Background: an optimization exercise with open tools, aiming at small area, a short achievable clock period and few clock cycles per item. Do not read the settings as production practice.
Function was checked by simulation only, so behaviour that the tests miss may differ from the original.

<file path="flow/run.sh">
#!/bin/bash
# synth_recipe.tcl (not shown) runs the flow's synth.tcl, then flattens the netlist and writes it again
# the make line also repeats each setting of config.mk as NAME=value (left out here)
make -C /OpenROAD-flow-scripts/flow DESIGN_CONFIG=/design/flow/config.mk WORK_HOME=/design/flow/orfs CLKGATE_MAP_FILE= SYNTH_SCRIPT=/design/flow/synth_recipe.tcl finish
</file>
<file path="flow/config.mk">
export PLATFORM = sky130hd
export DESIGN_NAME = grn_convert
export DESIGN_NICKNAME = grn_convert
export VERILOG_FILES = /design/flow/design.v
export SDC_FILE = /design/flow/constraint.sdc
export NUM_CORES = 4
export LEC_CHECK = 0
export CAP_MARGIN = 20
export CORE_MARGIN = 2
export CORE_UTILIZATION = 40
export SLEW_MARGIN = 20
</file>
<file path="flow/constraint.sdc">
create_clock -name core_clock -period 33.0 [get_ports {clk}]
set_input_delay 6.6000 -clock core_clock [delete_from_list [all_inputs] [get_ports {clk}]]
set_output_delay 6.6000 -clock core_clock [all_outputs]
set_load 0.01 [all_outputs]
</file>
<file path="flow/design.v">
module grn_curve (
    input  wire [19:0] e0,
    input  wire [19:0] e1,
    input  wire [3:0]  f,
    output wire [23:0] x
);
    reg [23:0] d0;
    reg [23:0] d1;
    always @(*) begin
        case (e0[19:18])
            2'd0:    d0 = {e0[17:0], 6'b0};
            2'd1:    d0 = {2'b0, e0[17:0], 4'b0};
            2'd2:    d0 = {4'b0, e0[17:0], 2'b0};
            default: d0 = {6'b0, e0[17:0]};
        endcase
        case (e1[19:18])
            2'd0:    d1 = {e1[17:0], 6'b0};
            2'd1:    d1 = {2'b0, e1[17:0], 4'b0};
            2'd2:    d1 = {4'b0, e1[17:0], 2'b0};
            default: d1 = {6'b0, e1[17:0]};
        endcase
    end
    wire signed [24:0] diff = $signed({1'b0, d1}) - $signed({1'b0, d0});
    wire signed [29:0] prod = diff * $signed({1'b0, f});
    wire signed [29:0] sum  = prod + 30'sd8;
    wire signed [25:0] step = sum >>> 4;
    wire signed [25:0] xs   = $signed({2'b0, d0}) + step;
    assign x = xs[23:0];
endmodule
module grn_lamp (
    input  wire [23:0] x0,
    input  wire [23:0] x1,
    input  wire [23:0] x2,
    input  wire [15:0] m0,        
    input  wire [15:0] m1,
    input  wire [15:0] m2,
    input  wire [15:0] tf,        
    input  wire [15:0] d,         
    input  wire        thermen,
    input  wire        derateen,
    output reg  [23:0] l,
    output reg         clip
);
    localparam [23:0] M24 = 24'hFFFFFF;
    wire signed [40:0] p0 = $signed(m0) * $signed({1'b0, x0});
    wire signed [40:0] p1 = $signed(m1) * $signed({1'b0, x1});
    wire signed [40:0] p2 = $signed(m2) * $signed({1'b0, x2});
    wire signed [42:0] y  = p0 + p1 + p2;
    wire        neg = y[42];
    wire [42:0] ay  = neg ? -y : y;
    wire [42:0] r   = (ay + 43'd8192) >> 14;
    reg  [23:0] yc;
    reg  [23:0] yt;
    wire [40:0] tp = yc * tf + 41'd16384;
    wire [40:0] dp = yt * d + 41'd16384;
    wire [25:0] ts = tp[40:15];
    wire [25:0] ds = dp[40:15];
    always @(*) begin
        clip = 1'b0;
        if (neg) begin
            yc = 24'd0;
            if (r != 43'd0) clip = 1'b1;
        end else if (r > {19'd0, M24}) begin
            yc = M24;
            clip = 1'b1;
        end else begin
            yc = r[23:0];
        end
        yt = yc;
        if (thermen) begin
            if (ts > {2'b0, M24}) begin
                yt = M24;
                clip = 1'b1;
            end else begin
                yt = ts[23:0];
            end
        end
        l = yt;
        if (derateen) begin
            if (ds > {2'b0, M24}) begin
                l = M24;
                clip = 1'b1;
            end else begin
                l = ds[23:0];
            end
        end
    end
endmodule
module grn_convert (
    input  wire         clk,
    input  wire         rst_n,
    input  wire         in_valid,
    output wire         in_ready,
    input  wire [59:0]  in_e0,        
    input  wire [59:0]  in_e1,        
    input  wire [11:0]  in_f,         
    input  wire [143:0] in_m,         
    input  wire [47:0]  in_tf,        
    input  wire [47:0]  in_d,         
    input  wire         in_thermen,
    input  wire         in_derateen,
    output reg          out_valid,
    output wire [71:0]  out_l,        
    output wire [2:0]   out_clip      
);
    wire [23:0] cx0, cx1, cx2;
    grn_curve u_curve0 (.e0(in_e0[19:0]),  .e1(in_e1[19:0]),  .f(in_f[3:0]),  .x(cx0));
    grn_curve u_curve1 (.e0(in_e0[39:20]), .e1(in_e1[39:20]), .f(in_f[7:4]),  .x(cx1));
    grn_curve u_curve2 (.e0(in_e0[59:40]), .e1(in_e1[59:40]), .f(in_f[11:8]), .x(cx2));
    reg [23:0]  x0_r, x1_r, x2_r;
    reg [143:0] m_r;
    reg [47:0]  tf_r;
    reg [47:0]  d_r;
    reg         thermen_r;
    reg         derateen_r;
    reg         busy;
    reg [1:0]   q;
    reg  [15:0] lm0, lm1, lm2, ltf, ld;
    wire [23:0] lamp_l;
    wire        lamp_clip;
    always @(*) begin
        case (q)
            2'd0: begin
                lm0 = m_r[15:0];    lm1 = m_r[31:16];   lm2 = m_r[47:32];
                ltf = tf_r[15:0];   ld  = d_r[15:0];
            end
            2'd1: begin
                lm0 = m_r[63:48];   lm1 = m_r[79:64];   lm2 = m_r[95:80];
                ltf = tf_r[31:16];  ld  = d_r[31:16];
            end
            default: begin
                lm0 = m_r[111:96];  lm1 = m_r[127:112]; lm2 = m_r[143:128];
                ltf = tf_r[47:32];  ld  = d_r[47:32];
            end
        endcase
    end
    grn_lamp u_lamp (
        .x0(x0_r), .x1(x1_r), .x2(x2_r),
        .m0(lm0), .m1(lm1), .m2(lm2),
        .tf(ltf), .d(ld),
        .thermen(thermen_r), .derateen(derateen_r),
        .l(lamp_l), .clip(lamp_clip)
    );
    reg [23:0] l0_r, l1_r, l2_r;
    reg [2:0]  clip_r;
    assign out_l    = {l2_r, l1_r, l0_r};
    assign out_clip = clip_r;
    wire last = busy && (q == 2'd2);
    assign in_ready = !busy || last;
    always @(posedge clk) begin
        if (busy) begin
            case (q)
                2'd0:    begin l0_r <= lamp_l; clip_r[0] <= lamp_clip; end
                2'd1:    begin l1_r <= lamp_l; clip_r[1] <= lamp_clip; end
                default: begin l2_r <= lamp_l; clip_r[2] <= lamp_clip; end
            endcase
        end
        if (in_valid && in_ready) begin
            x0_r       <= cx0;
            x1_r       <= cx1;
            x2_r       <= cx2;
            m_r        <= in_m;
            tf_r       <= in_tf;
            d_r        <= in_d;
            thermen_r  <= in_thermen;
            derateen_r <= in_derateen;
        end
    end
    always @(posedge clk) begin
        if (!rst_n) begin
            busy      <= 1'b0;
            q         <= 2'd0;
            out_valid <= 1'b0;
        end else begin
            out_valid <= last;
            if (in_valid && in_ready) begin
                busy <= 1'b1;
                q    <= 2'd0;
            end else if (last) begin
                busy <= 1'b0;
                q    <= 2'd0;
            end else if (busy) begin
                q    <= q + 2'd1;
            end
        end
    end
endmodule
</file>
==> results.json <==
{
  "setup_tns_ns": 0,
  "grt_util_all_layers_pct": 24.5,
  "fin_skew_ns": 0.0667,
  "die_x_um": 503,
  "grt_max_degree": 74,
  "worstSetupEndpointType": "flip-flop",
  "fillerInstances": 24200,
  "cts_root_buf": "clkbuf_16",
  "synth_top_area_cell": "fa_1",
  "instances_no_fill": 14700,
  "dp_slack_ns": -0.210,
  "core_area_um2": 248000,
  "cp.arrival_ns": 32.04,
  "min_period_over_period_pct": 95.7,
  "synth_area_um2": 99600,
  "yosys_warnings": 3,
  "fmax_mhz": 31.7,
  "hold_viol_final": 0,
  "r2r_start": "q[1]",
  "setup_violations": 0,
  "ys_async_sr_fraction_pct": 0,
  "ys_top_cells_by_area": "fa_1 36%, ha_1 12%, edfxtp_1 12%",
  "seq_area_um2": 11800,
  "critPathRequiredTime_ns": 33.47,
  "drtIter0Drc": 4716,
  "whs_path_depth": 3,
  "place.gp.congestion": 0.929,
  "final_util_pct": 44.9,
  "numCtsBuffers": 49,
  "cts_htree_levels": 2,
  "synth_enable_flop_cells": 389,
  "seq_area_frac_synth_pct": 11.8,
  "synthCells": 11000,
  "cp_slowest_stage_delay_ns": 0.68,
  "crit_slowest_cell": "a31oi_2",
  "drt-wirelength-per-cell_um": 21.0,
  "grt_pass1_vias": 83100,
  "clock-sinks": 393,
  "status": "timing/DRC/antenna clean",
  "place_hpwl_um": 258000,
  "vias_per_cell": 5.24,
  "ys_ff_latch": 393,
  "ys_top_cells_by_count": "2,127 x inv_1, 1,800 x fa_1, 1,428 x nand2_1, 975 x ha_1, 767 x and2_1",
  "start_util_pct": 40.1,
  "hold_class": "flip-flop to flip-flop",
  "antenna_found_initial": 12,
  "r2r_cells": 112,
  "synth_cell_types": 108,
  "rrSetupSlack_ns": 1.43,
  "synth_top_area_share_pct": 36.2,
  "path_class": "flip-flop to flip-flop",
  "rows": 183,
  "hold_start": "q[0]",
  "worst_pin_slew_ns": 1.21,
  "cpMostUsedCell": "fa_1",
  "clock_latency_ns": 0.71,
  "nNetsFinal": 14500,
  "overflow": 0,
  "r2r-end": "l2_r[19]",
  "fp.dieArea_um2": 253000,
  "syn_avg_cell_area_um2": 9.07,
  "layout-drive-gt1-share_pct": 5.70,
  "vias": 77300,
  "ant_nets": 0,
  "drc": 0,
  "syn_to_final_growth_pct": 11.8,
  "fin_ws_ns": 1.43,
  "path_clk_slew_ns": 0.06,
  "maxSlewHeadroom_pct": 19.4,
  "grt_pass1_wl_um": 481000,
  "dp.cells": 14600,
  "postSynthNetCount": 14100,
  "die-height_um": 503,
  "drtPass1Iterations": 6,
  "wl_um": 309000,
  "drv_slew": 0,
  "cts_buffer_depth": 3,
  "path_max_fanout": 23,
  "io_pins": 454,
  "ys_dominant_reg_cell": "edfxtp_1",
  "multi_input_comb_area_um2": 79000,
  "min_period_ns": 31.57,
  "port-buffer-count": 453,
  "final_area_um2": 111000,
  "place_area_um2": 109000,
  "drv_cap": 0,
  "whs_ns": 0.647,
  "min_to": "q[0]",
  "synth.most_common_cell": "inv_1",
  "crit_path_start_kind": "flip-flop",
  "cts_tree": "yes"
}
-- cell type report --
class                           instances  share of cell area (%)
Multi-Input combinational cell       8050                    70.9
Sequential cell                       393                    10.6
Inverter                             2128                    7.17
Timing Repair Buffer                  738                    6.10
Tap cell                             3330                    3.74
Clock buffer                           61                    1.16
Clock inverter                         31                   0.372
Antenna cell                           10                  0.0225
-- cells by family (layout without fill, tap and decap cells) --
logic type               count (synthesis)  count (layout)  share of synthesized area (%)
AO/OA/AOI/OAI                         1292            1292                           8.49
XOR/XNOR                               375             375                           3.35
adder cells (fa/ha/maj)               2776            2776                           48.4
buffers and inverters                 2539            2958                           9.63
flip-flops                             393             393                           11.8
multiplexers                           141             143                           1.48
other                                    0              10                              0
AND/OR/NAND/NOR                       3463            3464                           16.8
-- per-layer routing --
metal  up-vias  global-route usage, %  wire length (um)
li1      35100                      -                 -
met5         -                      0                 0
met2      2155                   44.1            158000
met1     39500                   30.1            122000
met3       527                   2.55             15400
met4         0                   9.44             13600
-- repair_timing --
item | CTS | global route
cloned | 0 | 3
resized for setup | 5 | 110
endpoints found under the setup margin | 75 | 75
hold buffers | 0 | 0
pin swaps | 0 | 21
buffers inserted | 0 | 37
-- placed cells by master, fill, tap and decap left out, drive strengths merged, types with 61 or more instances in the layout --
cell type / instances
o21bai: 117
nor2b: 191
nand3: 83
or2: 81
nand2: 1428
nand2b: 74
clkdlybuf4s50: 453
o21a: 92
inv: 2135
edfxtp: 389
a21o: 116
ha: 975
nor2: 544
xor2: 88
buf: 285
mux2i: 97
fa: 1800
o21ai: 194
a21oi: 408
xnor2: 284
clkbuf: 61
nor3: 105
and2: 767
-- how the worst max path moves through the flow --
| stage | from | endpoint | slack (ns) | cells past startpoint |
|---|---|---|---|---|
| after detailed placement | q[0] | l0_r[18] | -0.21 | 119 |
| after global routing | q[1] | l1_r[4] | -0.07 | 130 |
| after floorplan | q[0] | l0_r[10] | 0.47 | 145 |
| final | q[1] | l2_r[19] | 1.43 | 112 |
| after CTS | q[0] | l2_r[18] | 0.003 | 122 |
| after global placement | q[0] | l0_r[23] | -0.15 | 122 |
-- worst max-delay path, delay by kind of cell (launching register included) --
family / cells / cell delay [ns]
compound gates: 20 / 4.90
xor+xnor: 6 / 1.30
fa+ha+maj: 31 / 14.31
buf+inv: 23 / 2.83
flops: 1 / 0.32
mux: 2 / 0.64
simple gates: 30 / 7.02
-- flip-flops by register name (all words and copies together) (netlist names), 2 cells and up --
register and count:
q 2, d_r 48, l1_r 24, tf_r 48, x0_r 24, l2_r 24
clip_r 3, l0_r 24, x1_r 24, m_r 144, x2_r 24
Testbench counts, summed over its fixed seeds: cycles 9,616, items 9,600.

port drivers added, routing unchanged:
The flow's constraints put no driver on any port. The routed layout listed below was extracted and timed again, unchanged, in two steps. Step 1: set_driving_cell puts a clkbuf_16 on clk and a buf_2 on each other input, an assumption about the parent block. Step 2 moves the port delays by t, midway between the first and last clock arrival at a register: inputs arrive t later, outputs are due t later. That takes back most of the time a late clock gives input paths. a / b / c = ideal ports / drivers / drivers and shift; a / b = the first two.
t, ns: 0.756
slack for setup (ns): 1.425 / 1.425 / 1.425
hold slack, ns: 0.647 / 0.647 / 0.647
worst data-port slew with drivers (ns): 0.18
After both steps this run still meets setup and hold. The setup slack of this run moves by 0.000 ns with the drivers and by 0.000 ns with both steps.
